What follows belongs to an exercise in optimizing a design on an open flow for small area, a short achievable clock period and few clock cycles per item; a production flow would make more cautious choices.
Where RTL was checked, it was by simulation tests only, not by an equivalence proof against the original.
For runs 1 and 3 to 6, only the layout was checked, not whether the RTL still works.
Power and IR drop assume default switching activity.

$ cat design.v
module cdt_builder (
    input  wire        clk,
    input  wire        rst,             
    input  wire [4:0]  cfg_k,
    input  wire [10:0] cfg_min_used,
    input  wire [10:0] cfg_max_used,
    input  wire [15:0] cfg_max_width,
    input  wire [2:0]  cfg_interp,
    input  wire        in_valid,
    output wire        in_ready,
    input  wire [24:0] in_count,
    output reg         out_valid,
    output reg  [9:0]  out_code,
    output reg  [15:0] out_entry,
    output reg  [9:0]  out_fine,
    output reg         out_wrap,
    output reg         res_valid,
    output wire [2:0]  res_interp,
    output reg         res_accept,
    output wire [10:0] res_used,
    output wire [24:0] res_widest,
    output reg         res_event,
    output wire [7:0]  res_acc_mask
);
    reg         v1;
    wire [9:0]  cprev = out_code + {8'd0, v0 & v1, v0 ^ v1};
    reg         first;
    reg         last;
    reg  [2:0]  st;             
    reg         rdy;            
    reg  [4:0]  k_nx;           
    assign in_ready = rdy;
    wire        take  = in_valid & in_ready;       
    wire        clr   = first & in_ready;
    reg  [24:0] h0;             
    reg         v0;
    reg  [4:0]  k_q;            
    reg  [10:0] min_used_q;
    reg  [10:0] max_used_q;
    reg  [15:0] max_width_q;
    reg  [2:0]  interp_q;
    wire [4:0]  k_in  = {cfg_k[3], cfg_k[2:0] == 3'd7, cfg_k[2:0] == 3'd6,
                         cfg_k[2:0] == 3'd5, cfg_k[2:0] == 3'd4};
    wire [4:0]  k_now = first ? k_nx : k_q;
    reg         chk;            
    wire        fin = v0 & first;           
    reg  [2:0]  hold;
    always @(*) begin
        hold = k_q[0] ? 3'd5 : k_q[1] ? 3'd4 : 3'd3;
    end
    always @(*) begin
        h0_d = ({25{take & k_now[0]}} & (in_count << 4)) |
               ({25{take & k_now[1]}} & (in_count << 3)) |
               ({25{take & k_now[2]}} & (in_count << 2)) |
               ({25{take & k_now[3]}} & (in_count << 1)) |
               ({25{take & k_now[4]}} & in_count) |
               ({25{fin}} & {1'b0, max_width_q, 8'd1});
    end
    reg  [24:0] h0_d;
    always @(posedge clk) begin
        h0    <= h0_d;
        k_nx  <= k_in;
        if (rst) begin
            st    <= 3'd0;
            rdy   <= 1'b0;
            first <= 1'b1;
            last  <= 1'b0;
            v0    <= 1'b0;
            chk   <= 1'b0;
        end else begin
            v0  <= take;
            chk <= fin;
            if (take) begin
                first <= last;
                last  <= (cprev == 10'd1021);
            end
            if (take & last)
                st <= hold;
            else if (st != 3'd0)
                st <= st - 3'd1;
            rdy <= ~(take & last) & ((st == 3'd0) | (st == 3'd1)) &
                   (~(take ? last : first) | in_valid);
        end
        if (clr) begin
            k_q         <= k_in;
            min_used_q  <= cfg_min_used;
            max_used_q  <= cfg_max_used;
            max_width_q <= cfg_max_width;
            interp_q    <= cfg_interp;
        end
    end
    reg  [12:0] a_lo;
    reg  [12:0] a_hi;
    reg         a_c;
    reg  [10:0] used;
    reg  [24:0] widest;         
    reg         ge_min;         
    reg         over_max;       
    wire [13:0] s_lo_d = {1'b0, a_lo} + {1'b0, h0[12:0]};
    wire [12:0] s_hi_d = a_hi + {1'b0, h0[24:13]} + {12'd0, a_c};
    wire [13:0] a_lo_d = {1'b0, a_lo} + {1'b0, h0[11:0], 1'b0};
    wire [12:0] a_hi_d = a_hi + h0[24:12] + {12'd0, a_c};
    wire        nz    = v0 & (|h0);
    wire        gt    = h0 > widest;
    reg         shift;
    always @(*) begin
        shift = (k_q[0] & (st >= 3'd1) & (st <= 3'd4)) |
                (k_q[1] & (st >= 3'd1) & (st <= 3'd3)) |
                (k_q[2] & (st >= 3'd1) & (st <= 3'd2)) |
                (k_q[3] & (st == 3'd2));
    end
    always @(posedge clk) begin
        a_lo <= clr ? 13'd256 : a_lo_d[12:0];
        a_hi <= clr ? 13'd0   : a_hi_d;
        a_c  <= ~clr & a_lo_d[13];
        used <= clr ? 11'd0 : (used + {10'd0, nz});
        if (shift)
            widest <= widest >> 1;
        else if (clr | (v0 & gt))
            widest <= h0;
        ge_min   <= ~clr & (ge_min | (used == min_used_q));
        over_max <= ~clr & (over_max | (nz & (used == max_used_q)));
    end
    reg  [12:0] s_hi;           
    reg         s_c;
    reg  [3:0]  s_mid;          
    wire [12:0] e_hi      = s_hi + {12'd0, s_c};           
    wire [16:0] e17       = {e_hi, s_mid};                 
    wire [15:0] entry     = e17[15:0] | {16{e17[16]}};
    wire [12:0] fine_sum  = s_hi + {11'd0, 1'b1, s_c};
    wire [10:0] fine_full = fine_sum[12:2];
    always @(posedge clk) begin
        s_hi  <= s_hi_d;
        s_c   <= s_lo_d[13];
        s_mid <= s_lo_d[12:9];
        if (rst) begin
            v1        <= 1'b0;
            out_valid <= 1'b0;
            out_code  <= 10'h3FF;
        end else begin
            v1        <= v0;
            out_valid <= v1;
            out_code  <= out_code + {9'd0, v1};
        end
        out_entry <= entry;
        out_fine  <= fine_full[9:0];
        out_wrap  <= fine_full[10];
    end
    wire        used_ok = (ge_min | (used == min_used_q)) & ~over_max;
    reg  [3:0]  run [0:7];
    reg  [7:0]  acc_mask;
    integer     i;
    wire        judge = (st == 3'd1);
    wire [3:0]  run_sel = run[interp_q];
    wire [3:0]  run_new = res_accept ? 4'd0 :
                          (run_sel == 4'b1100) ? 4'b1100 :
                          {run_sel[2:0], ~(run_sel[3] ^ run_sel[2])};
    always @(posedge clk) begin
        if (chk)
            res_accept <= gt & used_ok;
        res_event <= ~res_accept & (run_sel == 4'b0110);
        if (rst) begin
            res_valid <= 1'b0;
            acc_mask  <= 8'd0;
            for (i = 0; i < 8; i = i + 1)
                run[i] <= 4'd0;
        end else begin
            res_valid <= judge;
            for (i = 0; i < 8; i = i + 1)
                if (judge && interp_q == i) begin
                    run[i] <= run_new;
                    if (res_accept)
                        acc_mask[i] <= 1'b1;
                end
        end
    end
    assign res_interp   = interp_q;
    assign res_used     = used;
    assign res_widest   = widest;
    assign res_acc_mask = acc_mask;
endmodule
$ cat flow/run.sh
#!/bin/bash
# The standard layout, with buf_1 (rather than the default buffer) on the
# input and output ports; every port still gets its own buffer.
set -o pipefail
bash standard.sh "BUFFER_PORTS_ARGS=-buffer_cell sky130_fd_sc_hd__buf_1" finish > standard_make.log 2>&1
$ cat standard.sh
#!/bin/bash
# synth_recipe.tcl (not shown) runs the flow's synth.tcl, then flattens the netlist and writes it again
# the make line also repeats each setting of config.mk as NAME=value (left out here)
make -C /OpenROAD-flow-scripts/flow DESIGN_CONFIG=/design/flow/config.mk WORK_HOME=/design/flow/orfs CLKGATE_MAP_FILE= SYNTH_SCRIPT=/design/flow/synth_recipe.tcl "${@:-finish}"
$ cat config.mk
export PLATFORM = sky130hd
export DESIGN_NAME = cdt_builder
export DESIGN_NICKNAME = cdt_builder
export VERILOG_FILES = /design/flow/design.v
export SDC_FILE = /design/flow/constraint.sdc
export NUM_CORES = 4
export LEC_CHECK = 0
export CAP_MARGIN = 20
export CORE_MARGIN = 2
export CORE_UTILIZATION = 50
export CTS_CLUSTER_DIAMETER = 100
export CTS_CLUSTER_SIZE = 20
export SETUP_SLACK_MARGIN = 3.5
export SLEW_MARGIN = 20
export TNS_END_PERCENT = 10
$ cat constraint.sdc
create_clock -name core_clock -period 6.0 [get_ports {clk}]
set_input_delay 1.2000 -clock core_clock [delete_from_list [all_inputs] [get_ports {clk}]]
set_output_delay 1.2000 -clock core_clock [all_outputs]
set_load 0.01 [all_outputs]
==> results.py, run 1 <==
metrics = {
    "outcome": {
        "status": "complete, no violations",
    },
    "yosys": {
        "ys_top_cells_by_area": "dfxtp_1 29%, edfxtp_1 18%, ha_1 9.0%",
        "synth.avg_cell_area_um2": 10.2,
        "synth_top_area_share": 0.294,
        "synth_cell_types": 70,
        "syn_nets": 1346,
        "synth_area_um2": 12000,
        "synth-edff-count": 71,
        "yosysTopAreaCell": "dfxtp_1",
        "ys.flop_type": "dfxtp_1",
        "async_flop_share": 0,
        "synth_warnings": 2,
        "synth.yosys.seq_area_share": 0.472,
        "ys_seq_elements": 248,
        "synthCells": 1179,
    },
    "grt": {
        "overflow": 0,
        "grt_pass1_wl_um": 45900,
        "grt_use_total": 0.222,
        "grt_max_degree": 63,
        "grt_pass1_vias": 8757,
        "antenna_found_initial": 5,
    },
    "die": {
        "die_w_um": 159,
        "io_pins": 163,
        "initial_core_util": 0.511,
        "die_area_um2": 25300,
        "core_area_um2": 23500,
        "num_rows": 56,
        "fp.dieH_um": 159,
    },
    "cells_and_area": {
        "mostFrequentLayoutCell": "dfxtp_1",
        "layout_common_cells": "166 x dfxtp_1, 160 x buf_1, 85 x ha_1, 78 x nor2_1",
        "num-nets-final": 1530,
        "multi_input_area_um2": 6090,
        "layout-drive-gt1-share": 0.101,
        "fillerInstances": 2132,
        "layoutNonFillerInstCount": 1694,
        "register_area_um2": 5690,
        "areaGrowthSynthToFinish_pct": 15.1,
    },
    "drt": {
        "drtPass1Iterations": 5,
        "wire_per_inst_um": 17.0,
        "routed_wirelength_um": 28900,
        "antenna_left": 0,
        "viasPerCell": 5.49,
        "vias": 9302,
        "drt-initial-drc-count": 644,
        "route.detailed.drc": 0,
    },
    "cts": {
        "cts_tree": "done",
        "clk_latency_ns": 0.51,
        "clk_pin_slew_worst_paths_ns": 0.09,
        "htree_levels": 1,
        "cts_root_buf": "clkbuf_16",
        "cts_hold_buf": 0,
        "cts.path.max_buffers": 3,
        "cts-buffers-inserted": 16,
        "cts.sinks": 248,
    },
    "worst_setup_path": {
        "worstPathRequired_ns": 4.80,
        "startpoint": "interp_q[1]",
        "critPathCaptureType": "output port",
        "path_max_fanout": 7,
        "worstSetupPathType": "flop to output port",
        "cp_top_family": "flip-flops",
        "crit_cells": 2,
        "crit_path_start_kind": "flop",
        "r2r_cells": 8,
        "r2r_end": "widest[7]",
        "path_buf_inv": 2,
        "critical_path.cell_chain": "buf_4, buf_1",
        "endpoint": "res_interp[1]",
        "reg2reg_slack_ns": 3.47,
        "cp.arrival_ns": 1.38,
        "crit_path_max_incr_delay_ns": 0.53,
        "reg2reg_from": "widest[21]",
        "slowest_stage": "edfxtp_1",
    },
    "sta": {
        "finalSetupTns_ns": 0,
        "relSlewSlack": 0.430,
        "maxSlewViolCount": 0,
        "rsz0062_at_grt": "true",
        "fmax_mhz": 387,
        "hold_viol": 0,
        "finalSetupViolations": 0,
        "fin_ws_ns": 3.42,
        "finalCriticalPeriod_ns": 2.58,
        "skew_ns": 0.0190,
        "worst_pin_slew_ns": 0.852,
        "post-route-period-util": 0.430,
    },
    "placed_design": {
        "io_buffer_count": 161,
        "dpl_worst_slack_ns": 2.81,
        "dp_cells": 1625,
        "gp_congestion": 0.824,
        "hpwl_um": 20100,
    },
    "pwr": {
        "vdd_drop_max_mv": 0.246,
        "pwr_density_cell_nw_per_um2": 390,
        "leakagePower_nw": 5.54,
    },
    "min_path": {
        "hold_class": "flop to flop",
    },
    "run": {
        "drv_cap": 0,
    },
}
## worst min path at each step
stage,startpoint,to,depth (start not counted)
floorplan,s_mid[0],out_entry[0],1
global placement,s_mid[2],out_entry[2],1
detailed placement,s_mid[2],out_entry[2],1
global route,s_mid[1],out_entry[1],1
finish,s_mid[2],out_entry[2],1
CTS,s_mid[2],out_entry[2],1
## synth_stat cells (12+ instances only)
cell type / count
dfxtp_1: 177
ha_1: 87
nor2_1: 79
edfxtp_1: 71
nand2_1: 71
a22oi_1: 62
inv_1: 61
a21oi_1: 57
o21ai_0: 54
xor2_1: 48
nand3_1: 45
xnor2_1: 34
clkbuf_1: 28
nand2b_1: 21
mux2_2: 20
nor3_1: 18
mux2i_1: 17
a21o_1: 16
nor2b_1: 14
nor4_1: 14
or3_1: 14
nand4_1: 12
## state kept, by name, indices dropped and copies added, names as in the netlist, 12 cells and up, named ones only
signal and flops:
a_lo 12, max_width_q 16, h0 25, widest 25
s_hi 13, out_entry 16, run 32, a_hi 13
## area by class of cell
class,count,share of cell area
diodes,2,0.000361
clock buffers,26,0.0316
clock inverters,2,0.00235
inverters,62,0.0172
multi-input cells,829,0.440
flip-flops and latches,248,0.411
well taps,319,0.0288
repair buffers,206,0.0684
## layer usage
metal | track usage | wire [um]
met4 | 0.0554 | 643
met2 | 0.368 | 13400
met1 | 0.301 | 13300
met3 | 0.0396 | 1490
met5 | 0 | 41
## metrics by stage
step | util | hold slack, ns | total power, mW | cell area, um2
2_1_floorplan | - | 0.386 | 3.69 | 12000
3_3_place_gp | 0.549 | 0.392 | 4.15 | 12900
3_5_place_dp | 0.549 | 0.392 | 4.18 | 12900
4_1_cts | 0.583 | 0.413 | 5.41 | 13700
5_1_grt | 0.588 | 0.436 | 5.77 | 13800
6_report | 0.588 | 0.411 | 5.41 | 13800
## kinds of logic (layout without fill, tap and decap cells)
logic type	count (synthesis)	after routing	share of synthesized area
DFF	248	248	0.472
xor gates and xnor gates	82	82	0.0597
AOI/OAI and AO/OA	275	275	0.155
other	0	2	0
and+or+nand+nor	338	341	0.143
adders and majority gates	93	93	0.100
muxes	38	38	0.0347
buffers and inverters	105	296	0.0356
## timing repair
action	4_1_cts	5_1_grt
pin swaps	14	12
setup endpoints to repair	113	136
buffers inserted	29	7
resized for setup	25	17
cloned	2	1
## where the power goes
group	total [mW]	switching, mW	internal [mW]	leakage [nW]
combinational	1.83	1.04	0.786	3.18
sequential	2.49	0.291	2.20	2.14
clock	1.09	0.576	0.513	0.223
## worst reg2reg max path: cells and delay by family, from the launching register on
family / cells / cell delay, ns
adders and majority gates: 1 / 0.28
DFF: 1 / 0.41
and+or+nand+nor: 5 / 1.43
buffers and inverters: 1 / 0.08
AOI/OAI and AO/OA: 1 / 0.07
==> run 2: changes to the inputs <==
--- a/design.v
+++ b/design.v
@@ -116,6 +116,4 @@
         used <= clr ? 11'd0 : (used + {10'd0, nz});
-        if (shift)
-            widest <= widest >> 1;
-        else if (clr | (v0 & gt))
-            widest <= h0;
+        if (shift | clr | chk | gt)
+            widest <= shift ? (widest >> 1) : clr ? 25'd0 : chk ? widest : h0;
         ge_min   <= ~clr & (ge_min | (used == min_used_q));
--- a/config.mk
+++ b/config.mk
@@ -12,3 +12,3 @@
 export CTS_CLUSTER_SIZE = 20
-export SETUP_SLACK_MARGIN = 3.5
+export SETUP_SLACK_MARGIN = 3.6
 export SLEW_MARGIN = 20
==> run 2 against run 1 <==
Compared with the run above: still clean on timing, DRC and antenna; clock power is essentially flat; clock skew increased by 0.013 ns; cell area fell by 0.90%; via count shrank 1.2%; critical path type unchanged.
==> results.py, run 2 <==
metrics = {
    "worst_setup_path": {
        "cp.arrival_ns": 1.24,
        "critPathCaptureType": "output port",
        "crit_path_start_kind": "flop",
        "worstPathRequired_ns": 4.80,
        "worstSetupPathType": "flop to output port",
        "path_max_fanout": 4,
    },
    "yosys": {
        "synth-edff-count": 72,
        "synthCells": 1184,
        "ys_seq_elements": 248,
        "synth.yosys.seq_area_share": 0.474,
        "ys.flop_type": "dfxtp_1",
        "yosysMostFrequentCell": "dfxtp_1",
        "synth_area_um2": 12000,
        "synth_top_area_share": 0.294,
        "syn_nets": 1351,
        "synth.avg_cell_area_um2": 10.1,
        "synth_commonest_cells": "176 x dfxtp_1, 87 x ha_1, 87 x nor2_1, 72 x edfxtp_1, 71 x nand3_1",
        "synth_warnings": 2,
        "async_flop_share": 0,
        "synth_cell_types": 69,
        "ys_top_cells_by_area": "dfxtp_1 29%, edfxtp_1 18%, ha_1 9.1%",
        "yosysTopAreaCell": "dfxtp_1",
    },
    "min_path": {
        "hold_class": "flop to flop",
    },
    "sta": {
        "fin_ws_ns": 3.56,
        "relSlewSlack": 0.563,
        "worst_pin_slew_ns": 0.656,
        "skew_ns": 0.0322,
        "maxSlewViolCount": 0,
        "finalCriticalPeriod_ns": 2.44,
        "finalSetupViolations": 0,
        "fmax_mhz": 410,
        "post-route-period-util": 0.406,
        "hold_viol": 0,
        "finalSetupTns_ns": 0,
        "rsz0062_at_grt": "true",
    },
    "cells_and_area": {
        "largest_reg_flops": 32,
        "areaGrowthSynthToFinish_pct": 14.4,
        "top_register": "run",
        "fillerInstances": 2105,
        "mostFrequentLayoutCell": "dfxtp_1",
        "num_antenna_cells": 0,
        "layout-drive-gt1-share": 0.0834,
        "layout_common_cells": "164 x dfxtp_1, 160 x buf_1, 86 x nor2_1, 86 x ha_1, 72 x edfxtp_1",
        "top_regs": "run x32, h0 x25, widest x25",
        "layoutNonFillerInstCount": 1686,
        "num-nets-final": 1525,
        "design_area_um2": 13700,
    },
    "pwr": {
        "vdd_drop_max_mv": 0.296,
        "p_clk_frac": 0.207,
        "seqPwrFrac": 0.462,
        "combPwrFrac": 0.332,
        "p_sw_mw": 1.93,
        "pwr_density_cell_nw_per_um2": 391,
        "leakagePower_nw": 5.67,
        "power_mw": 5.36,
        "power.internal_mw": 3.43,
        "p_sw_frac": 0.361,
    },
    "cts": {
        "cts-buffers-inserted": 16,
        "htree_levels": 1,
        "cts.sinks": 248,
        "cts_root_buf": "clkbuf_16",
        "clk_pin_slew_worst_paths_ns": 0.08,
        "cts.path.max_buffers": 3,
        "clk_latency_ns": 0.51,
        "cts_tree": "done",
    },
    "drt": {
        "route.detailed.drc": 0,
        "routed_wirelength_um": 27000,
        "highest_layer": "met4",
        "drt-initial-drc-count": 661,
        "wire_per_inst_um": 16.0,
        "wl_met1_um": 12700,
        "route.met2.wl_um": 12100,
        "antenna_left": 0,
        "viasPerCell": 5.45,
        "wl_met3_um": 1590,
        "vias": 9191,
        "drtPass1Iterations": 8,
    },
    "die": {
        "num_rows": 56,
        "core_area_um2": 23500,
        "io_pins": 163,
        "die_area_um2": 25200,
        "die_w_um": 159,
        "fp.dieH_um": 159,
        "initial_core_util": 0.511,
    },
    "grt": {
        "overflow": 0,
        "antenna_found_initial": 0,
        "grt_max_degree": 63,
        "grt_use_total": 0.210,
        "grt_pass1_vias": 8587,
        "grt_pass1_wl_um": 44100,
    },
    "placed_design": {
        "io_buffer_count": 161,
        "hpwl_um": 19000,
        "place_area_um2": 12900,
        "gp_congestion": 0.849,
        "dpl_worst_slack_ns": 2.86,
        "dp_cells": 1630,
    },
    "outcome": {
        "status": "complete, no violations",
    },
    "run": {
        "drv_cap": 0,
    },
}
## run 2: power by group through the flow
stage	registers, mW	logic [mW]	clock network [mW]
after floorplan	2.52	1.13	0
after global placement	2.52	1.64	0
after detailed placement	2.53	1.65	0
after CTS	2.48	1.74	1.14
after global routing	2.52	2.02	1.20
final	2.47	1.78	1.11
## run 2: cell families (layout without fill, tap and decap cells)
group                    Yosys count  in the layout  share of synthesized area
multiplexers                      20             20                     0.0241
adder cells (fa/ha/maj)           93             93                      0.101
flip-flops                       248            248                      0.474
AND/OR/NAND/NOR                  364            364                      0.155
XOR/XNOR                          85             85                     0.0621
AO/OA/AOI/OAI                    265            265                      0.148
buffers and inverters            109            292                     0.0366
## run 2: routing by layer
metal	track usage	vias up
met1	0.299	4252
met2	0.333	264
met4	0.0455	0
met5	0	-
met3	0.0384	32
li1	-	4643
## run 2: cell type report
type / count / area (um2) / area share
tap: 319 / 399 / 0.0291
clock buffer: 26 / 459 / 0.0335
multi-input combinational: 827 / 5980 / 0.436
sequential: 248 / 5700 / 0.415
clock inverter: 1 / 16.3 / 0.00119
inverter: 63 / 236 / 0.0172
timing repair buffer: 202 / 925 / 0.0674
## run 2: path summary, 6_finish.rpt
kind              cells past startpoint  slack, ns             to        start
hold / removal                        1       0.41   out_entry[3]     s_mid[3]
setup / recovery                      2       3.56  res_interp[2]  interp_q[2]
setup reg to reg                      8       3.61      widest[8]       h0[17]
hold reg to reg                       1       0.41   out_entry[3]     s_mid[3]
## run 2: stage by stage
stage / util / hold slack [ns]
2_1_floorplan: - / 0.386
3_3_place_gp: 0.550 / 0.390
3_5_place_dp: 0.550 / 0.394
4_1_cts: 0.576 / 0.415
5_1_grt: 0.585 / 0.435
6_report: 0.585 / 0.412
## run 2: worst max-delay path: stages (launching register included)
cell,delay (ns)
edfxtp_1,0.44
buf_4,0.18
buf_1,0.12
## run 2: repair_timing
action,in CTS,in global routing
setup endpoints to repair,60,65
gates resized for setup,13,35
cloned,1,0
hold buffers,0,0
pin swaps,2,8
buffers inserted,14,14
Testbench counts of run 2, summed over its fixed seeds: cycles 65,753, items 65,536.
==> run 3: changes to the inputs <==
--- a/design.v
+++ b/design.v
@@ -151,3 +151,3 @@
     wire        judge = (st == 3'd1);
-    wire [3:0]  run_sel = run[interp_q];
+    reg  [3:0]  run_sel;        
     wire [3:0]  run_new = res_accept ? 4'd0 :
@@ -158,2 +158,3 @@
             res_accept <= gt & used_ok;
+        run_sel   <= run[interp_q];
         res_event <= ~res_accept & (run_sel == 4'b0110);
==> run 3 against run 2 <==
Compared with the run above: clock power about the same; combinational power up 3%; flip-flop and latch count up 4; critical path depth down 1; fmax down 6.2%; sequential share of layout area up 0.62 points; clock skew down 0.0078 ns; cell area down 0.11%; utilization down 0.064 points; clock-buffer cell count down 2; die area down 0.45%; hold slack worse by 0.0021 ns; largest cell class unchanged.
==> results.py, run 3 <==
metrics = {
    "yosys": {
        "ys.flop_type": "dfxtp_1",
        "syn_nets": 1334,
        "synth_top_area_share": 0.302,
        "synthCells": 1167,
        "ys_top_cells_by_area": "dfxtp_1 30%, edfxtp_1 18%, ha_1 9.1%",
        "async_flop_share": 0,
        "yosysTopAreaCell": "dfxtp_1",
        "synth-edff-count": 72,
        "synth_warnings": 2,
        "yosysMostFrequentCell": "dfxtp_1",
        "ys_seq_elements": 252,
        "synth.avg_cell_area_um2": 10.2,
        "synth_area_um2": 11900,
        "synth.yosys.seq_area_share": 0.483,
        "synth_cell_types": 68,
        "synth_commonest_cells": "180 x dfxtp_1, 110 x nor2_1, 87 x ha_1, 72 x edfxtp_1, 67 x nand2_1",
    },
    "drt": {
        "route.detailed.drc": 0,
        "routed_wirelength_um": 26300,
        "wire_per_inst_um": 15.8,
        "viasPerCell": 5.34,
        "drt-initial-drc-count": 460,
        "vias": 8866,
        "drtPass1Iterations": 6,
        "antenna_left": 0,
    },
    "pwr": {
        "p_sw_mw": 1.92,
        "seqPwrFrac": 0.462,
        "p_clk_frac": 0.199,
        "power_mw": 5.43,
        "vdd_drop_max_mv": 0.279,
        "combPwrFrac": 0.339,
        "pwr_density_cell_nw_per_um2": 396,
        "power.internal_mw": 3.51,
        "p_sw_frac": 0.354,
        "leakagePower_nw": 5.70,
    },
    "worst_setup_path": {
        "r2r_end": "widest[11]",
        "slowest_stage": "edfxtp_1",
        "cp_top_family": "flip-flops",
        "crit_path_start_kind": "flop",
        "crit_cells": 1,
        "path_max_fanout": 14,
        "path_buf_inv": 1,
        "reg2reg_from": "widest[22]",
        "cp.arrival_ns": 1.40,
        "reg2reg_slack_ns": 3.53,
        "critPathCaptureType": "output port",
        "critical_path.cell_chain": "buf_1",
        "r2r_cells": 10,
        "worstPathRequired_ns": 4.80,
        "crit_path_max_incr_delay_ns": 0.70,
        "worstSetupPathType": "flop to output port",
    },
    "cts": {
        "cts_hold_buf": 0,
        "cts_tree": "done",
        "clk_pin_slew_worst_paths_ns": 0.08,
        "cts_root_buf": "clkbuf_16",
        "cts.path.max_buffers": 3,
        "clk_latency_ns": 0.50,
        "htree_levels": 1,
        "cts-buffers-inserted": 16,
        "cts.sinks": 252,
    },
    "placed_design": {
        "dpl_worst_slack_ns": 2.76,
        "io_buffer_count": 161,
        "hpwl_um": 18600,
        "gp_congestion": 0.793,
    },
    "cells_and_area": {
        "top_register": "run",
        "multi_input_area_um2": 5970,
        "postLayoutCoreUtil": 0.584,
        "top_regs": "run x32, h0 x25, widest x25",
        "layout-drive-gt1-share": 0.0872,
        "layout_common_cells": "171 x dfxtp_1, 160 x buf_1, 110 x nor2_1, 82 x ha_1, 72 x edfxtp_1",
        "fillerInstances": 2098,
        "register_area_um2": 5780,
        "num_antenna_cells": 0,
        "mostFrequentLayoutCell": "dfxtp_1",
        "areaGrowthSynthToFinish_pct": 14.8,
        "largest_reg_flops": 32,
        "num-nets-final": 1501,
    },
    "min_path": {
        "hold_class": "flop to flop",
        "hold_path_startpoint": "s_mid[2]",
        "hold_end": "out_entry[2]",
        "min_path_cells": 1,
    },
    "run": {
        "drv_cap": 0,
    },
    "grt": {
        "overflow": 0,
        "antenna_found_initial": 0,
        "grt_max_degree": 65,
        "grt_pass1_wl_um": 42500,
        "grt_use_total": 0.210,
        "grt_pass1_vias": 8155,
    },
    "sta": {
        "finalSetupViolations": 0,
        "finalCriticalPeriod_ns": 2.60,
        "post-route-period-util": 0.433,
        "worst_pin_slew_ns": 0.773,
        "skew_ns": 0.0243,
        "rsz0062_at_grt": "true",
        "fmax_mhz": 385,
        "finalSetupTns_ns": 0,
        "hold_viol": 0,
        "fin_ws_ns": 3.40,
        "relSlewSlack": 0.483,
        "maxSlewViolCount": 0,
    },
    "die": {
        "die_area_um2": 25100,
        "core_area_um2": 23500,
        "num_rows": 56,
        "fp.dieH_um": 159,
        "io_pins": 163,
        "die_w_um": 159,
        "initial_core_util": 0.508,
    },
    "outcome": {
        "status": "complete, no violations",
    },
}
[run 3: changes by cell type in the layout (fill, tap and decap cells not counted), moves of 7 or more]
| cell | previous run | this run |
|---|---|---|
| nor2_1 | 86 | 110 |
| o21ai_2 | 11 | 1 |
| buf_4 | 38 | 30 |
| nand3_1 | 71 | 63 |
| and3_1 | 10 | 17 |
| inv_1 | 61 | 49 |
| inv_2 | 2 | 9 |
| o21ai_0 | 59 | 44 |
| nand3b_1 | 25 | 0 |
| dfxtp_1 | 164 | 171 |
| mux2i_1 | 11 | 36 |
[run 3: worst max path at each step]
stage / endpoint / slack (ns) / startpoint
after floorplan: widest[0] / 3.36 / widest[20]
after global routing: res_interp[2] / 3.36 / interp_q[2]
after global placement: widest[9] / 2.78 / h0[14]
final: res_interp[2] / 3.40 / interp_q[2]
after detailed placement: widest[9] / 2.76 / h0[14]
after CTS: res_interp[1] / 3.30 / interp_q[1]
[run 3: repair_timing]
item	4_1_cts	5_1_grt
cloned	1	0
endpoints found under the setup margin	74	108
resized for setup	24	12
setup buffers	17	6
pin swaps	10	8
[run 3: cells by family (layout without fill, tap and decap cells)]
logic type      count (synthesis)  count (layout)  share of synthesized area
xor+xnor                       87              87                     0.0645
compound gates                226             226                      0.129
fa+ha+maj                      93              93                      0.101
flops                         252             252                      0.483
buf+inv                       104             278                     0.0333
simple gates                  360             360                      0.145
mux                            45              45                     0.0443
[run 3: worst register-to-register path, cell delays in order, from the launching register on]
cell	delay [ns]
edfxtp_1	0.39
inv_2	0.07
ha_4	0.28
nand2_4	0.06
nor4_4	0.31
o211ai_1	0.21
o2111ai_2	0.15
a31oi_4	0.07
o311ai_4	0.30
buf_4	0.16
buf_4	0.17
[run 3: area by class of cell]
cell class | count | share of cell area
timing repair buffer | 195 | 0.0642
sequential | 252 | 0.422
clock inverter | 1 | 0.000639
tap | 319 | 0.0291
inverter | 58 | 0.0159
multi-input combinational | 811 | 0.436
clock buffer | 24 | 0.0330
[run 3: through the flow]
stage	area, um2	hold WS (ns)	cells
5_1_grt	13700	0.434	1660
3_3_place_gp	12900	0.397	1611
2_1_floorplan	12000	0.386	1167
6_report	13700	0.410	1660
4_1_cts	13600	0.412	1654
3_5_place_dp	12900	0.395	1611
[run 3: per-layer routing]
layer  share of wire  vias up  GRT usage
met1            0.50     4085      0.325
met3           0.058       20     0.0338
li1                -     4509          -
met5               0        -          0
met2            0.42      252      0.311
met4           0.014        0     0.0360
[run 3: power groups by stage]
stage               Sequential (mW)  Clock (mW)  Combinational (mW)
CTS                            2.51        1.12                1.83
detailed placement             2.57           0                1.65
floorplan                      2.56           0                1.13
global placement               2.56           0                1.63
global route                   2.56        1.18                2.09
finish                         2.51        1.08                1.84
==> run 4: changes to the inputs <==
--- a/design.v
+++ b/design.v
@@ -30,3 +30,2 @@
     reg         rdy;            
-    reg  [4:0]  k_nx;           
     assign in_ready = rdy;
@@ -43,3 +42,3 @@
                          cfg_k[2:0] == 3'd5, cfg_k[2:0] == 3'd4};
-    wire [4:0]  k_now = first ? k_nx : k_q;
+    wire [4:0]  k_now = first ? k_in : k_q;
     reg         chk;            
@@ -61,6 +60,5 @@
         h0    <= h0_d;
-        k_nx  <= k_in;
         if (rst) begin
             st    <= 3'd0;
-            rdy   <= 1'b0;
+            rdy   <= 1'b1;
             first <= 1'b1;
@@ -80,4 +78,3 @@
                 st <= st - 3'd1;
-            rdy <= ~(take & last) & ((st == 3'd0) | (st == 3'd1)) &
-                   (~(take ? last : first) | in_valid);
+            rdy <= ~(take & last) & ((st == 3'd0) | (st == 3'd1));
         end
@@ -151,3 +148,3 @@
     wire        judge = (st == 3'd1);
-    reg  [3:0]  run_sel;        
+    wire [3:0]  run_sel = run[interp_q];
     wire [3:0]  run_new = res_accept ? 4'd0 :
@@ -158,3 +155,2 @@
             res_accept <= gt & used_ok;
-        run_sel   <= run[interp_q];
         res_event <= ~res_accept & (run_sel == 4'b0110);
==> run 4 against run 3 <==
Compared with the run above: highest routed layer unchanged; global-route usage increased by 0.54 points; synthesized area shrank 0.84%; flip-flop and latch count shrank 9; combinational power rose by about 40%; cell area is 1.2% lower; still clean; register-to-register slack worse by 0.15 ns.
==> results.py, run 4 <==
metrics = {
    "outcome": {
        "status": "complete, no violations",
    },
    "sta": {
        "finalSetupViolations": 0,
        "finalCriticalPeriod_ns": 2.62,
        "hold_slack_ns": 0.409,
        "hold_viol": 0,
        "maxSlewViolCount": 0,
        "worst_pin_slew_ns": 0.810,
        "skew_ns": 0.0259,
        "finalSetupTns_ns": 0,
        "relSlewSlack": 0.459,
        "post-route-period-util": 0.437,
        "fmax_mhz": 382,
        "rsz0062_at_grt": "true",
        "fin_ws_ns": 3.38,
    },
    "grt": {
        "overflow": 0,
        "grt_pass1_vias": 8393,
        "antenna_found_initial": 0,
        "grt_use_total": 0.215,
        "grt_max_degree": 64,
        "grt_pass1_wl_um": 43300,
    },
    "yosys": {
        "synth_top_area_share": 0.289,
        "synthAdderAreaFrac": 0.102,
        "yosysTopAreaCell": "dfxtp_1",
        "yosysMostFrequentCell": "dfxtp_1",
        "synth_area_um2": 11800,
        "synth-edff-count": 72,
        "synth_simple_gate_area_frac": 0.152,
        "synth_mux_area_frac": 0.0158,
        "async_flop_share": 0,
        "synth.yosys.seq_area_share": 0.472,
        "ys_top_cells_by_area": "dfxtp_1 29%, edfxtp_1 18%, ha_1 9.2%",
        "synth_cell_types": 64,
        "synth.avg_cell_area_um2": 9.98,
        "syn_nets": 1353,
        "synth_top_family_by_area": "compound AO/OA/AOI/OAI gates",
        "synth_warnings": 2,
        "synth-xor-area-share": 0.0622,
        "synthCells": 1186,
        "ys_seq_elements": 243,
        "synth_commonest_cells": "171 x dfxtp_1, 115 x nor2_1, 87 x ha_1, 77 x nand2_1, 72 x edfxtp_1",
        "synth-compound-area-share": 0.158,
        "ys.flop_type": "dfxtp_1",
    },
    "placed_design": {
        "dpl_worst_slack_ns": 2.98,
        "place_area_um2": 12800,
        "io_buffer_count": 161,
        "gp_congestion": 0.826,
        "hpwl_um": 19000,
    },
    "drt": {
        "wl_met1_um": 12600,
        "wl_met3_um": 1840,
        "routed_wirelength_um": 27000,
        "route.detailed.drc": 0,
        "vias": 9286,
        "drt-initial-drc-count": 685,
        "highest_layer": "met4",
        "route.met2.wl_um": 12000,
        "drtPass1Iterations": 8,
        "viasPerCell": 5.55,
        "wire_per_inst_um": 16.2,
        "antenna_left": 0,
    },
    "worst_setup_path": {
        "crit_path_start_kind": "flop",
        "critPathCaptureType": "flop",
        "startpoint": "h0[17]",
        "worstSetupPathType": "flop to flop",
        "cp.arrival_ns": 2.83,
        "worstPathRequired_ns": 6.21,
        "reg2reg_from": "h0[17]",
        "path_max_fanout": 12,
    },
    "cts": {
        "clk_pin_slew_worst_paths_ns": 0.08,
        "clk_latency_ns": 0.50,
        "cts_root_buf": "clkbuf_16",
        "cts.sinks": 243,
        "cts.path.max_buffers": 3,
        "cts_tree": "done",
        "htree_levels": 1,
        "cts-buffers-inserted": 16,
    },
    "cells_and_area": {
        "top_regs": "run x32, h0 x25, widest x25",
        "layout-drive-gt1-share": 0.0760,
        "largest_reg_flops": 32,
        "top_register": "run",
        "num_antenna_cells": 0,
        "mostFrequentLayoutCell": "dfxtp_1",
        "layout_common_cells": "165 x dfxtp_1, 160 x buf_1, 114 x nor2_1, 84 x ha_1, 77 x nand2_1",
        "areaGrowthSynthToFinish_pct": 14.4,
        "num-nets-final": 1513,
        "design_area_um2": 13500,
        "postLayoutCoreUtil": 0.580,
    },
    "run": {
        "drv_cap": 0,
    },
    "die": {
        "num_rows": 56,
        "fp.dieH_um": 158,
        "core_area_um2": 23300,
        "die_area_um2": 24900,
        "die_w_um": 158,
        "initial_core_util": 0.507,
        "io_pins": 163,
    },
    "pwr": {
        "pwr_density_cell_nw_per_um2": 468,
        "leakagePower_nw": 5.41,
        "vdd_drop_max_mv": 0.316,
    },
    "min_path": {
        "hold_path_startpoint": "s_mid[2]",
        "hold_class": "flop to flop",
    },
}
## run 4: report_power, final
group / total, mW / switching [mW] / internal, mW
clock: 1.09 / 0.555 / 0.537
combinational: 2.57 / 1.51 / 1.06
sequential: 2.68 / 0.408 / 2.27
total: 6.34 / 2.47 / 3.87
## run 4: timing repair
action,in CTS,in global routing
pin swaps,1,9
cloned,1,1
setup endpoints to repair,107,109
hold buffers,0,0
gates resized for setup,12,22
setup buffers,9,9
## run 4: cell families (layout without fill, tap and decap cells)
logic type	after synthesis	after routing
simple gates	375	375
compound gates	263	263
flops	243	243
buf+inv	115	284
fa+ha+maj	93	93
xor+xnor	84	84
mux	13	13
## run 4: final cells by class
| cell class | instances | area (um2) |
|---|---|---|
| timing repair buffer | 191 | 873 |
| clock inverter | 1 | 20.0 |
| multi-input combinational | 828 | 5940 |
| fill | 2090 | 9800 |
| clock buffer | 26 | 459 |
| sequential | 243 | 5590 |
| inverter | 66 | 249 |
| tap | 319 | 399 |
## run 4: worst paths after layout
check / slack, ns / cells after the start / end
worst max-delay path: 3.38 / 9 / widest[0]
worst min-delay path: 0.41 / 1 / out_entry[2]
worst max register to register: 3.38 / 9 / widest[0]
worst min register to register: 0.41 / 1 / out_entry[2]
## run 4: worst max-delay path, stage by stage, from the launching register on
cell      delay [ns]
dfxtp_1         0.43
ha_1            0.33
nand4_1         0.19
nor4_4          0.42
o21ai_2         0.11
a21oi_2         0.17
o41ai_2         0.12
o211ai_1        0.24
buf_4           0.18
buf_12          0.14
## run 4: through the flow
stage               std cells  total power [mW]
floorplan                1186              4.36
global placement         1627              5.00
detailed placement       1627              5.05
CTS                      1664              6.24
global route             1674              6.85
finish                   1674              6.34
## run 4: routing by layer
metal / track usage / vias up
li1: - / 4624
met1: 0.308 / 4337
met2: 0.341 / 287
met3: 0.0383 / 38
met4: 0.0468 / 0
met5: 0 / -
==> run 5: changes to the inputs <==
--- a/config.mk
+++ b/config.mk
@@ -12,3 +12,3 @@
 export CTS_CLUSTER_SIZE = 20
-export SETUP_SLACK_MARGIN = 3.6
+export SETUP_SLACK_MARGIN = 3.7
 export SLEW_MARGIN = 20
==> run 5 against run 4 <==
Compared with the run above: still clean; global-route usage rose by 0.076 points; non-clock buffer count decreased by 1; register-to-register slack improved by 0.03 ns; routed wire length is essentially flat; first-iteration DRC count rose by 0.58%; synthesized cell count stayed put; utilization fell by 0.12 points.
==> results.py, run 5 <==
metrics = {
    "placed_design": {
        "io_buffer_count": 161,
        "gp_congestion": 0.826,
        "dpl_worst_slack_ns": 2.98,
        "dp_cells": 1627,
        "hpwl_um": 19000,
    },
    "cts": {
        "clk_pin_slew_worst_paths_ns": 0.08,
        "cts.sinks": 243,
        "clk_latency_ns": 0.50,
        "cts-buffers-inserted": 16,
        "cts_tree": "done",
        "htree_levels": 1,
        "cts_hold_buf": 0,
        "cts.path.max_buffers": 3,
        "cts_root_buf": "clkbuf_16",
    },
    "cells_and_area": {
        "postLayoutCoreUtil": 0.579,
        "mostFrequentLayoutCell": "dfxtp_1",
        "num-nets-final": 1512,
        "largest_reg_flops": 32,
        "fillerInstances": 2089,
        "layout-drive-gt1-share": 0.0746,
        "top_register": "run",
        "layout_common_cells": "164 x dfxtp_1, 160 x buf_1, 114 x nor2_1, 85 x ha_1, 77 x nand2_1",
        "layoutNonFillerInstCount": 1673,
        "num_antenna_cells": 0,
        "register_area_um2": 5590,
        "areaGrowthSynthToFinish_pct": 14.1,
        "multi_input_area_um2": 5930,
        "top_regs": "run x32, h0 x25, widest x25",
    },
    "pwr": {
        "p_clk_frac": 0.174,
        "power.internal_mw": 3.84,
        "vdd_drop_max_mv": 0.314,
        "pwr_density_cell_nw_per_um2": 467,
        "combPwrFrac": 0.402,
        "p_sw_mw": 2.46,
        "leakagePower_nw": 5.40,
        "seqPwrFrac": 0.424,
        "p_sw_frac": 0.390,
    },
    "die": {
        "die_area_um2": 24900,
        "die_w_um": 158,
        "io_pins": 163,
        "fp.dieH_um": 158,
        "initial_core_util": 0.507,
        "core_area_um2": 23300,
        "num_rows": 56,
    },
    "yosys": {
        "syn_nets": 1353,
        "synth.yosys.seq_area_share": 0.472,
        "synth_commonest_cells": "171 x dfxtp_1, 115 x nor2_1, 87 x ha_1, 77 x nand2_1, 72 x edfxtp_1",
        "synth.avg_cell_area_um2": 9.98,
        "synth_warnings": 2,
        "synth-compound-area-share": 0.158,
        "synth_top_area_share": 0.289,
        "yosysMostFrequentCell": "dfxtp_1",
        "synth_mux_area_frac": 0.0158,
        "async_flop_share": 0,
        "synth-xor-area-share": 0.0622,
        "yosysTopAreaCell": "dfxtp_1",
        "synthCells": 1186,
        "ys.flop_type": "dfxtp_1",
        "synth_area_um2": 11800,
        "ys_seq_elements": 243,
        "synthAdderAreaFrac": 0.102,
        "synth_simple_gate_area_frac": 0.152,
        "ys_top_cells_by_area": "dfxtp_1 29%, edfxtp_1 18%, ha_1 9.2%",
        "synth-edff-count": 72,
        "synth_cell_types": 64,
        "synth_top_family_by_area": "compound AO/OA/AOI/OAI gates",
    },
    "sta": {
        "skew_ns": 0.0275,
        "hold_slack_ns": 0.408,
        "relSlewSlack": 0.457,
        "finalSetupViolations": 0,
        "fin_ws_ns": 3.41,
        "finalSetupTns_ns": 0,
        "finalCriticalPeriod_ns": 2.59,
        "worst_pin_slew_ns": 0.813,
        "post-route-period-util": 0.431,
        "maxSlewViolCount": 0,
        "rsz0062_at_grt": "true",
        "hold_viol": 0,
        "fmax_mhz": 386,
    },
    "worst_setup_path": {
        "startpoint": "widest[6]",
        "r2r_end": "widest[0]",
        "crit_path_max_incr_delay_ns": 0.43,
        "slowest_stage": "o41ai_2",
        "cp.arrival_ns": 2.85,
        "path_buf_inv": 3,
        "worstPathRequired_ns": 6.26,
        "cp_top_family": "compound AO/OA/AOI/OAI gates",
        "crit_path_start_kind": "flop",
        "critical_path.cell_chain": "inv_2, ha_4, a211oi_4, nand2b_1, o211ai_1, a21oi_2, o41ai_2, o211ai_1, buf_4, buf_12",
        "reg2reg_from": "widest[6]",
        "path_common_cell": "o211ai_1",
        "reg2reg_slack_ns": 3.41,
        "path_max_fanout": 12,
        "r2r_cells": 10,
        "critPathCaptureType": "flop",
        "worstSetupPathType": "flop to flop",
    },
    "drt": {
        "route.detailed.drc": 0,
        "route.met2.wl_um": 11900,
        "drtPass1Iterations": 10,
        "wl_met3_um": 1800,
        "vias": 9242,
        "viasPerCell": 5.52,
        "wire_per_inst_um": 16.2,
        "drt-initial-drc-count": 689,
        "antenna_left": 0,
        "wl_met1_um": 12800,
        "routed_wirelength_um": 27000,
        "highest_layer": "met4",
    },
    "min_path": {
        "min_path_cells": 1,
        "hold_class": "flop to flop",
        "hold_end": "out_entry[2]",
        "hold_path_startpoint": "s_mid[2]",
    },
    "grt": {
        "antenna_found_initial": 0,
        "grt_pass1_vias": 8399,
        "overflow": 0,
        "grt_pass1_wl_um": 43400,
        "grt_use_total": 0.216,
        "grt_max_degree": 64,
    },
    "outcome": {
        "status": "complete, no violations",
    },
    "run": {
        "drv_cap": 0,
    },
}
[run 5: power by group through the flow]
stage	sequential (mW)	combinational [mW]	clock, mW
finish	2.67	2.54	1.09
global route	2.74	2.89	1.19
CTS	2.67	2.45	1.13
detailed placement	2.74	2.31	0
global placement	2.73	2.27	0
floorplan	2.64	1.71	0
[run 5: worst max path at each step]
stage | to | slack, ns | cells after the start
after floorplan | widest[0] | 2.88 | 8
after global placement | h0[10] | 2.94 | 6
final | widest[0] | 3.41 | 10
after CTS | widest[0] | 3.41 | 10
after detailed placement | run[3][2] | 2.98 | 6
after global routing | widest[0] | 3.30 | 10
[run 5: layer usage]
metal / track usage / vias to the layer above
met5: 0 / -
met4: 0.0468 / 0
met3: 0.0383 / 35
met2: 0.342 / 294
met1: 0.309 / 4298
li1: - / 4615
[run 5: area by class of cell]
class / instances / share of cell area
clock inverters: 1 / 0.00148
repair buffers: 190 / 0.0631
well taps: 319 / 0.0295
flip-flops and latches: 243 / 0.414
clock buffers: 26 / 0.0340
multi-input cells: 828 / 0.439
inverters: 66 / 0.0185
[run 5: worst register-to-register path, stage by stage, from the launching register on]
cell	delay, ns
edfxtp_1	0.42
inv_2	0.11
ha_4	0.22
a211oi_4	0.25
nand2b_1	0.08
o211ai_1	0.22
a21oi_2	0.10
o41ai_2	0.43
o211ai_1	0.18
buf_4	0.19
buf_12	0.15
[run 5: timing repair]
item,4_1_cts,5_1_grt
setup endpoints to repair,130,161
cloned,1,0
hold endpoints to repair,0,0
pin swaps,4,9
setup buffers,11,7
gates resized for setup,19,16
[run 5: through the flow]
| stage | total power [mW] | area, um2 |
|---|---|---|
| after detailed placement | 5.05 | 12800 |
| after global routing | 6.82 | 13500 |
| after floorplan | 4.36 | 11900 |
| after CTS | 6.25 | 13400 |
| after global placement | 5.00 | 12700 |
| final | 6.30 | 13500 |
[run 5: cells by family after synthesis]
kind of cell	Yosys count
adder cells (fa/ha/maj)	93
AO/OA/AOI/OAI	263
flip-flops	243
XOR/XNOR	84
multiplexers	13
AND/OR/NAND/NOR	375
buffers and inverters	115
==> run 6: changes to the inputs <==
--- a/design.v
+++ b/design.v
@@ -148,3 +148,3 @@
     wire        judge = (st == 3'd1);
-    wire [3:0]  run_sel = run[interp_q];
+    reg  [3:0]  run_sel;        
     wire [3:0]  run_new = res_accept ? 4'd0 :
@@ -155,2 +155,3 @@
             res_accept <= gt & used_ok;
+        run_sel   <= run[interp_q];
         res_event <= ~res_accept & (run_sel == 4'b0110);
--- a/config.mk
+++ b/config.mk
@@ -12,3 +12,3 @@
 export CTS_CLUSTER_SIZE = 20
-export SETUP_SLACK_MARGIN = 3.7
+export SETUP_SLACK_MARGIN = 3.6
 export SLEW_MARGIN = 20
==> run 6 against run 5 <==
Compared with the run above: still clean; register-to-register slack better by 0.06 ns; flip-flop and latch count is 4 higher; cell area is 0.42% higher; fmax is 0.79% lower; clock power hardly changed; first-iteration DRC count is 1.2% higher; non-clock buffer count is 4 lower; clock skew is 0.0011 ns lower; clock-buffer cell count is 1 lower; synthesized cell count is 0.17% lower; via count is 1.0% lower; combinational power is 3% higher; critical endpoint is now res_accept; largest cell class unchanged; largest power group unchanged.
==> results.py, run 6 <==
metrics = {
    "drt": {
        "routed_wirelength_um": 27600,
        "route.detailed.drc": 0,
        "drtPass1Iterations": 10,
        "wire_per_inst_um": 16.6,
        "antenna_left": 0,
        "viasPerCell": 5.49,
        "drt-initial-drc-count": 697,
        "vias": 9147,
    },
    "worst_setup_path": {
        "endpoint": "res_accept",
        "path_max_fanout": 14,
        "reg2reg_from": "a_hi[0]",
        "startpoint": "res_accept",
        "reg2reg_slack_ns": 3.47,
        "path_buf_inv": 1,
        "r2r_end": "s_hi[10]",
        "slowest_stage": "edfxtp_1",
        "worstSetupPathType": "flop to output port",
        "cp_top_family": "flip-flops",
        "cp.arrival_ns": 1.41,
        "crit_cells": 1,
        "critical_path.cell_chain": "buf_1",
        "critPathCaptureType": "output port",
        "crit_path_max_incr_delay_ns": 0.69,
        "crit_path_start_kind": "flop",
        "r2r_cells": 10,
        "worstPathRequired_ns": 4.80,
    },
    "cells_and_area": {
        "fillerInstances": 2166,
        "areaGrowthSynthToFinish_pct": 14.5,
        "layout-drive-gt1-share": 0.0617,
        "top_register": "run",
        "register_area_um2": 5680,
        "top_regs": "run x32, h0 x25, widest x25",
        "multi_input_area_um2": 5940,
        "num-nets-final": 1504,
        "mostFrequentLayoutCell": "dfxtp_1",
        "largest_reg_flops": 32,
        "layout_common_cells": "170 x dfxtp_1, 160 x buf_1, 115 x nor2_1, 82 x ha_1, 75 x nand2_1",
    },
    "die": {
        "io_pins": 163,
        "initial_core_util": 0.508,
        "die_w_um": 158,
        "fp.dieH_um": 158,
        "die_area_um2": 24900,
        "num_rows": 56,
        "core_area_um2": 23300,
    },
    "sta": {
        "fmax_mhz": 383,
        "rsz0062_at_grt": "true",
        "worst_pin_slew_ns": 1.02,
        "finalCriticalPeriod_ns": 2.61,
        "post-route-period-util": 0.435,
        "maxSlewViolCount": 0,
        "fin_ws_ns": 3.39,
        "hold_slack_ns": 0.416,
        "skew_ns": 0.0265,
        "finalSetupViolations": 0,
        "hold_viol": 0,
        "finalSetupTns_ns": 0,
        "relSlewSlack": 0.316,
    },
    "yosys": {
        "synth_cell_types": 63,
        "yosysMostFrequentCell": "dfxtp_1",
        "async_flop_share": 0,
        "synth.yosys.seq_area_share": 0.478,
        "synth.avg_cell_area_um2": 10.0,
        "synthCells": 1184,
        "synth_area_um2": 11800,
        "synth_commonest_cells": "175 x dfxtp_1, 116 x nor2_1, 87 x ha_1, 75 x nand2_1, 72 x edfxtp_1",
        "ys.flop_type": "dfxtp_1",
        "ys_top_cells_by_area": "dfxtp_1 30%, edfxtp_1 18%, ha_1 9.2%",
        "synth_top_area_share": 0.296,
        "yosysTopAreaCell": "dfxtp_1",
        "syn_nets": 1351,
        "ys_seq_elements": 247,
        "synth_warnings": 2,
        "synth-edff-count": 72,
    },
    "cts": {
        "cts_root_buf": "clkbuf_16",
        "cts.sinks": 247,
        "clk_pin_slew_worst_paths_ns": 0.08,
        "htree_levels": 1,
        "clk_latency_ns": 0.50,
        "cts_hold_buf": 0,
        "cts.path.max_buffers": 3,
        "cts_tree": "done",
        "cts-buffers-inserted": 16,
    },
    "grt": {
        "grt_max_degree": 64,
        "overflow": 0,
        "grt_use_total": 0.220,
        "grt_pass1_vias": 8388,
        "antenna_found_initial": 4,
        "grt_pass1_wl_um": 43900,
    },
    "pwr": {
        "vdd_drop_max_mv": 0.255,
        "leakagePower_nw": 5.45,
        "pwr_density_cell_nw_per_um2": 469,
    },
    "run": {
        "drv_cap": 0,
    },
    "min_path": {
        "hold_class": "flop to flop",
        "hold_path_startpoint": "s_mid[1]",
    },
    "placed_design": {
        "io_buffer_count": 161,
        "dpl_worst_slack_ns": 3.33,
        "gp_congestion": 0.862,
        "hpwl_um": 19700,
    },
    "outcome": {
        "status": "complete, no violations",
    },
}
-- run 6: cell types whose count changed after synthesis, sizes merged, moves of 7 or more --
cell / delta
a21oi: +17
and3: +8
a22oi: -8
a211oi: -12
o21ai: -16
inv: -7
mux2i: +28
nand3b: -15
-- run 6: cells by family after synthesis --
family | synth area share
adders and majority gates | 0.102
muxes | 0.0343
DFF | 0.478
and+or+nand+nor | 0.151
AOI/OAI and AO/OA | 0.138
xor gates and xnor gates | 0.0614
buffers and inverters | 0.0354
-- run 6: where the power goes --
| group | internal, mW | switching, mW |
|---|---|---|
| Combinational | 1.11 | 1.51 |
| Clock | 0.511 | 0.560 |
| Sequential | 2.29 | 0.384 |
-- run 6: worst min-delay path by stage --
stage	end	slack, ns	depth (start not counted)
2_1_floorplan	out_entry[0]	0.39	1
3_3_place_gp	out_entry[0]	0.39	1
3_5_place_dp	out_entry[1]	0.40	1
4_1_cts	out_entry[0]	0.42	1
5_1_grt	out_entry[0]	0.43	1
6_report	out_entry[1]	0.42	1
-- run 6: timing repair --
action	in CTS	in global routing
pin swaps	9	7
hold endpoints to repair	0	0
resized for setup	11	24
cloned	0	2
setup buffers	6	6
setup endpoints to repair	40	42
-- run 6: area by class of cell --
class,instances,share of cell area
antenna,1,0.000184
clock buffer,25,0.0320
clock inverter,2,0.00240
inverter,58,0.0161
multi-input combinational,828,0.438
sequential,247,0.419
tap,319,0.0294
timing repair buffer,186,0.0635
-- run 6: routing by layer --
metal / part of all wire / global-route usage / wire length, um / vias up
met4: 0.016 / 0.0416 / 431 / 6
met3: 0.075 / 0.0537 / 2080 / 35
met1: 0.47 / 0.310 / 12900 / 4237
met2: 0.44 / 0.346 / 12200 / 270
met5: 0.0014 / 0 / 40 / -
li1: - / - / - / 4599
-- run 6: metrics by stage --
| stage | power, mW | cell area (um2) | util | instances |
|---|---|---|---|---|
| floorplan | 4.38 | 11900 | - | 1184 |
| global placement | 5.04 | 12800 | 0.548 | 1624 |
| detailed placement | 5.08 | 12800 | 0.548 | 1624 |
| CTS | 6.21 | 13300 | 0.571 | 1657 |
| global route | 6.87 | 13600 | 0.581 | 1665 |
| finish | 6.37 | 13600 | 0.581 | 1666 |
==> run 7: changes to the inputs <==
--- a/design.v
+++ b/design.v
@@ -100,3 +100,6 @@
     wire        nz    = v0 & (|h0);
-    wire        gt    = h0 > widest;
+    wire        gt_hi = h0[24:12] > widest[24:12];
+    wire        eq_hi = h0[24:12] == widest[24:12];
+    wire        gt_lo = h0[11:0] > widest[11:0];
+    wire        gt    = gt_hi | (eq_hi & gt_lo);
     reg         shift;
--- a/config.mk
+++ b/config.mk
@@ -12,3 +12,3 @@
 export CTS_CLUSTER_SIZE = 20
-export SETUP_SLACK_MARGIN = 3.6
+export SETUP_SLACK_MARGIN = 3.67
 export SLEW_MARGIN = 20
==> run 7 against run 6 <==
Compared with the run above: global-route usage fell by 0.47 points; sequential power about the same; final cell count is 3.2% higher; via count grew 1.0%; critical path depth rose by 1; combinational power increased by 3%; die area rose by 1.5%; still clean; synthesized cell count up 2.9%; register-to-register slack gained 0.18 ns.
==> results.py, run 7 <==
metrics = {
    "placed_design": {
        "dp_cells": 1666,
        "io_buffer_count": 161,
        "hpwl_um": 20000,
        "gp_congestion": 0.840,
    },
    "grt": {
        "antenna_found_initial": 7,
        "grt_pass1_vias": 8793,
        "grtUsageMet3": 0.0503,
        "grt_max_degree": 61,
        "busiest_layer": "met2",
        "grt_pass1_wl_um": 45400,
        "use_met1": 0.303,
        "globalRouteMet2Util": 0.337,
        "overflow": 0,
        "grt_use_total": 0.215,
    },
    "die": {
        "fp.dieH_um": 159,
        "num_rows": 56,
        "initial_core_util": 0.511,
        "die_area_um2": 25300,
        "core_area_um2": 23500,
        "io_pins": 163,
        "die_w_um": 159,
    },
    "yosys": {
        "synth.yosys.seq_area_share": 0.471,
        "synthCells": 1218,
        "synth.avg_cell_area_um2": 9.88,
        "synth_warnings": 2,
        "synth-edff-count": 72,
        "synth_top_area_share": 0.291,
        "ys.flop_type": "dfxtp_1",
        "synth_area_um2": 12000,
        "ys_top_cells_by_area": "dfxtp_1 29%, edfxtp_1 18%, ha_1 9.0%",
        "yosysTopAreaCell": "dfxtp_1",
        "ys_seq_elements": 247,
        "syn_nets": 1385,
        "synth_cell_types": 71,
        "async_flop_share": 0,
        "yosysMostFrequentCell": "dfxtp_1",
        "synth_commonest_cells": "175 x dfxtp_1, 128 x nand2_1, 104 x nor2_1, 87 x ha_1, 72 x edfxtp_1",
    },
    "sta": {
        "finalCriticalPeriod_ns": 2.40,
        "hold_viol": 0,
        "maxSlewViolCount": 0,
        "worst_pin_slew_ns": 0.752,
        "skew_ns": 0.0206,
        "rsz0062_at_grt": "true",
        "post-route-period-util": 0.399,
        "fmax_mhz": 417,
        "finalSetupViolations": 0,
        "relSlewSlack": 0.497,
        "finalSetupTns_ns": 0,
    },
    "drt": {
        "viasPerCell": 5.37,
        "route.detailed.drc": 0,
        "wire_per_inst_um": 16.4,
        "drt-initial-drc-count": 703,
        "drtPass1Iterations": 8,
        "routed_wirelength_um": 28200,
        "vias": 9240,
        "antenna_left": 0,
    },
    "worst_setup_path": {
        "cp.arrival_ns": 1.20,
        "worstSetupPathType": "flop to output port",
        "critPathCaptureType": "output port",
        "crit_path_start_kind": "flop",
        "worstPathRequired_ns": 4.80,
        "path_max_fanout": 7,
    },
    "cts": {
        "cts.sinks": 247,
        "clk_pin_slew_worst_paths_ns": 0.09,
        "cts_root_buf": "clkbuf_16",
        "htree_levels": 1,
        "cts-buffers-inserted": 16,
        "clk_latency_ns": 0.49,
        "cts_tree": "done",
        "cts.path.max_buffers": 3,
    },
    "cells_and_area": {
        "num-nets-final": 1553,
        "mostFrequentLayoutCell": "dfxtp_1",
        "areaGrowthSynthToFinish_pct": 15.0,
        "top_regs": "run x32, h0 x25, widest x25",
        "layoutNonFillerInstCount": 1720,
        "top_register": "run",
        "layout-drive-gt1-share": 0.0688,
        "largest_reg_flops": 32,
        "fillerInstances": 2109,
        "layout_common_cells": "171 x dfxtp_1, 159 x buf_1, 128 x nand2_1, 104 x nor2_1, 84 x ha_1",
    },
    "pwr": {
        "power_mw": 6.51,
        "vdd_drop_max_mv": 0.212,
        "pwr_density_cell_nw_per_um2": 470,
        "leakagePower_nw": 5.53,
    },
    "outcome": {
        "status": "complete, no violations",
    },
    "run": {
        "drv_cap": 0,
    },
    "min_path": {
        "hold_class": "flop to flop",
    },
}
## run 7: cell types whose count changed after synthesis, sizes merged, moves of 10 or more
cell / change
clkbuf: -15
buf: +10
nand2: +53
or3: -11
nor2: -11
nand3: -10
## run 7: cell type report
cell class,instances,area [um2],share of cell area
repair buffers,196,957,0.0692
flip-flops and latches,247,5670,0.410
diodes,5,12.5,0.000904
clock buffers,27,463,0.0335
inverters,59,224,0.0162
well taps,319,399,0.0288
clock inverters,1,16.3,0.00118
multi-input cells,866,6090,0.440
## run 7: cells by family after synthesis
group	Yosys count	synth area share
buf+inv	105	0.0349
xor+xnor	82	0.0597
compound gates	249	0.145
fa+ha+maj	93	0.100
simple gates	414	0.165
mux	28	0.0235
flops	247	0.471
## run 7: worst paths after layout
path         startpoint           end  slack [ns]  depth (start not counted)
max          res_accept    res_accept        3.60                          2
min            s_mid[3]  out_entry[3]        0.43                          1
max reg2reg      h0[23]     widest[4]        3.65                          8
min reg2reg    s_mid[3]  out_entry[3]        0.43                          1
## run 7: worst max-delay path, stage by stage, from the launching register on
cell and delay (ns):
edfxtp_1 0.43, buf_8 0.16, buf_6 0.11
## run 7: what timing repair did
item	in CTS	in global routing
cloned	0	2
pin swaps	4	5
endpoints found under the setup margin	101	118
resized for setup	11	22
hold buffers	0	0
setup buffers	6	13
## run 7: where the power goes
part           leakage, nW  total [mW]  switching [mW]  internal [mW]
clock                0.228        1.10           0.565          0.535
sequential            2.19        2.71           0.412           2.30
combinational         3.11        2.70            1.57           1.13
## run 7: stage by stage
stage	cell area, um2	setup WS (ns)	util	hold slack, ns
CTS	13600	3.49	0.577	0.431
global placement	13000	3.47	0.552	0.412
finish	13800	3.60	0.588	0.434
floorplan	12100	3.49	-	0.385
global route	13800	3.54	0.587	0.448
detailed placement	13000	3.46	0.552	0.410
## run 7: per-layer routing
metal | vias up | share of wire
met5 | - | 0.00089
met4 | 4 | 0.015
met3 | 33 | 0.069
met2 | 255 | 0.44
met1 | 4182 | 0.48
li1 | 4766 | -
Testbench counts of run 7, summed over its fixed seeds: cycles 65,745, items 65,536.
==> run 8: changes to the inputs <==
--- a/config.mk
+++ b/config.mk
@@ -12,2 +12,3 @@
 export CTS_CLUSTER_SIZE = 20
+export PLACE_DENSITY = 0.72
 export SETUP_SLACK_MARGIN = 3.67
==> run 8 against run 7 <==
Compared with the run above: clock skew is 0.0041 ns lower; setup slack got worse by 0.095 ns; critical endpoint is now widest[8]; still clean on timing, DRC and antenna; register-to-register slack got worse by 0.14 ns; final cell count decreased by 0.35%.
==> results.py, run 8 <==
metrics = {
    "pwr": {
        "vdd_drop_max_mv": 0.341,
        "leakagePower_nw": 5.51,
        "pwr_density_cell_nw_per_um2": 478,
    },
    "sta": {
        "maxSlewViolCount": 0,
        "finalCriticalPeriod_ns": 2.49,
        "fmax_mhz": 401,
        "skew_ns": 0.0165,
        "relSlewSlack": 0.311,
        "finalSetupViolations": 0,
        "finalSetupTns_ns": 0,
        "rsz0062_at_grt": "true",
        "hold_viol": 0,
        "worst_pin_slew_ns": 1.03,
        "post-route-period-util": 0.415,
    },
    "drt": {
        "route.detailed.drc": 0,
        "wl_met1_um": 12900,
        "route.met2.wl_um": 12700,
        "vias": 9565,
        "drt-initial-drc-count": 1078,
        "drtPass1Iterations": 12,
        "wl_met3_um": 2230,
        "highest_layer": "met4",
        "wire_per_inst_um": 16.6,
        "antenna_left": 0,
        "routed_wirelength_um": 28500,
        "viasPerCell": 5.58,
    },
    "yosys": {
        "syn_nets": 1385,
        "yosysMostFrequentCell": "dfxtp_1",
        "ys_top_cells_by_area": "dfxtp_1 29%, edfxtp_1 18%, ha_1 9.0%",
        "synthCells": 1218,
        "yosysTopAreaCell": "dfxtp_1",
        "synth_area_um2": 12000,
        "synth_top_area_share": 0.291,
        "async_flop_share": 0,
        "ys_seq_elements": 247,
        "synth_warnings": 2,
        "synth_commonest_cells": "175 x dfxtp_1, 128 x nand2_1, 104 x nor2_1, 87 x ha_1, 72 x edfxtp_1",
        "synth-edff-count": 72,
        "ys.flop_type": "dfxtp_1",
        "synth.yosys.seq_area_share": 0.471,
        "synth_cell_types": 71,
        "synth.avg_cell_area_um2": 9.88,
    },
    "grt": {
        "overflow": 0,
        "grt_pass1_wl_um": 45900,
        "grt_use_total": 0.219,
        "antenna_found_initial": 1,
        "grt_pass1_vias": 8816,
        "grt_max_degree": 61,
    },
    "cells_and_area": {
        "layout-drive-gt1-share": 0.0703,
        "top_regs": "run x32, h0 x25, widest x25",
        "num-nets-final": 1551,
        "top_register": "run",
        "areaGrowthSynthToFinish_pct": 14.7,
        "mostFrequentLayoutCell": "dfxtp_1",
        "largest_reg_flops": 32,
        "layout_common_cells": "170 x dfxtp_1, 160 x buf_1, 128 x nand2_1, 103 x nor2_1, 84 x ha_1",
        "layoutNonFillerInstCount": 1714,
        "fillerInstances": 2078,
    },
    "cts": {
        "cts-buffers-inserted": 16,
        "cts.sinks": 247,
        "cts_root_buf": "clkbuf_16",
        "clk_latency_ns": 0.50,
        "cts_hold_buf": 0,
        "cts_tree": "done",
        "clk_pin_slew_worst_paths_ns": 0.09,
        "cts.path.max_buffers": 3,
        "htree_levels": 1,
    },
    "outcome": {
        "status": "complete, no violations",
    },
    "die": {
        "core_area_um2": 23500,
        "io_pins": 163,
        "die_area_um2": 25300,
        "die_w_um": 159,
        "initial_core_util": 0.511,
        "num_rows": 56,
        "fp.dieH_um": 159,
    },
    "worst_setup_path": {
        "cp.arrival_ns": 2.72,
        "crit_path_max_incr_delay_ns": 0.52,
        "path_max_fanout": 6,
        "reg2reg_slack_ns": 3.51,
        "slowest_stage": "dfxtp_1",
        "worstPathRequired_ns": 6.23,
        "cp_top_family": "compound AO/OA/AOI/OAI gates",
        "critPathCaptureType": "flop",
        "worstSetupPathType": "flop to flop",
        "critical_path.cell_chain": "ha_1, nand4_1, nor3_1, o311a_1, o31ai_4, bufbuf_16",
        "path_buf_inv": 1,
        "crit_path_start_kind": "flop",
    },
    "min_path": {
        "hold_class": "flop to flop",
    },
    "placed_design": {
        "gp_congestion": 0.857,
        "hpwl_um": 20000,
        "io_buffer_count": 161,
        "dp_cells": 1662,
    },
    "run": {
        "drv_cap": 0,
    },
}
## run 8: stage by stage
stage	area (um2)	total power, mW	setup WS [ns]	util	hold slack (ns)
4_1_cts	13700	6.53	3.44	0.581	0.417
6_report	13800	6.59	3.51	0.586	0.414
2_1_floorplan	12100	4.52	3.49	-	0.385
3_5_place_dp	13000	5.23	3.22	0.551	0.395
3_3_place_gp	13000	5.15	2.91	0.551	0.390
5_1_grt	13800	7.09	3.38	0.586	0.427
## run 8: what timing repair did
item | 4_1_cts | 5_1_grt
setup buffers | 13 | 7
gates resized for setup | 16 | 14
setup endpoints to repair | 101 | 129
cloned | 2 | 1
pin swaps | 6 | 11
## run 8: cells by family after synthesis
group / after synthesis / share of synthesized area
xor gates and xnor gates: 82 / 0.0597
buffers and inverters: 105 / 0.0349
muxes: 28 / 0.0235
adders and majority gates: 93 / 0.100
DFF: 247 / 0.471
and+or+nand+nor: 414 / 0.165
AOI/OAI and AO/OA: 249 / 0.145
## run 8: cell type report
cell class              instances  area [um2]  area share
diodes                          1        2.50    0.000181
clock inverters                 1        16.3     0.00118
inverters                      59         224      0.0162
flip-flops and latches        247        5670       0.411
clock buffers                  27         463      0.0336
multi-input cells             866        6080       0.441
well taps                     319         399      0.0289
repair buffers                194         936      0.0678
## run 8: power breakdown
part	leakage (nW)	switching, mW	internal, mW
clock	0.229	0.574	0.538
combinational	3.09	1.59	1.17
sequential	2.19	0.418	2.30
total	5.51	2.59	4.01
## run 8: routing by layer
metal,global-route usage,up-vias
li1,-,4763
met1,0.311,4446
met2,0.342,314
met3,0.0458,42
met4,0.0591,0
met5,0,-
## run 8: final timing paths
path / start / end / cells after the start
hold / removal: s_mid[3] / out_entry[3] / 1
setup reg to reg: h0[11] / widest[8] / 6
setup / recovery: h0[11] / widest[8] / 6
hold reg to reg: s_mid[3] / out_entry[3] / 1

## separate check: timing with driven ports
The flow's constraints put no driver on any port. The routed layouts listed below were extracted and timed again, unchanged, in two steps. Step 1 assumes that a clkbuf_16 drives the clock port and a buf_2 every other input. Step 2 adds t to the input delays and takes it off the output delays; t is the mean of the earliest and latest rising clock arrival at the registers after step 1. Input paths then give back, and output paths get back, about the clock's delay inside the block. Three values: no drivers, after step 1, after step 2; two values: the first two.
| run | shift t [ns] | setup WS [ns] | hold WS [ns] | worst data-port slew with drivers (ns) | pins driven straight from the clock port |
|---|---|---|---|---|---|
| run 1 | 0.552 | 3.419 / 3.368 / 3.471 | 0.411 / 0.411 / 0.411 | 0.07 | 1 |
| run 2 | 0.542 | 3.564 / 3.514 / 3.474 | 0.412 / 0.412 / 0.412 | 0.05 | 1 |
| run 3 | 0.536 | 3.403 / 3.354 / 3.490 | 0.410 / 0.410 / 0.410 | 0.05 | 1 |
| run 4 | 0.534 | 3.380 / 3.377 / 3.168 | 0.409 / 0.409 / 0.409 | 0.05 | 1 |
| run 5 | 0.536 | 3.412 / 3.412 / 3.167 | 0.408 / 0.408 / 0.408 | 0.05 | 1 |
| run 6 | 0.542 | 3.391 / 3.341 / 3.426 | 0.416 / 0.416 / 0.416 | 0.08 | 1 |
| run 7 | 0.530 | 3.604 / 3.553 / 3.404 | 0.434 / 0.434 / 0.434 | 0.07 | 1 |
| run 8 | 0.547 | 3.509 / 3.462 / 3.148 | 0.414 / 0.414 / 0.414 | 0.08 | 1 |
After both steps setup and hold are still met in every run listed. For run 8, which loses most, drivers alone change the setup slack by -0.047 ns; drivers and shift together by -0.361 ns.
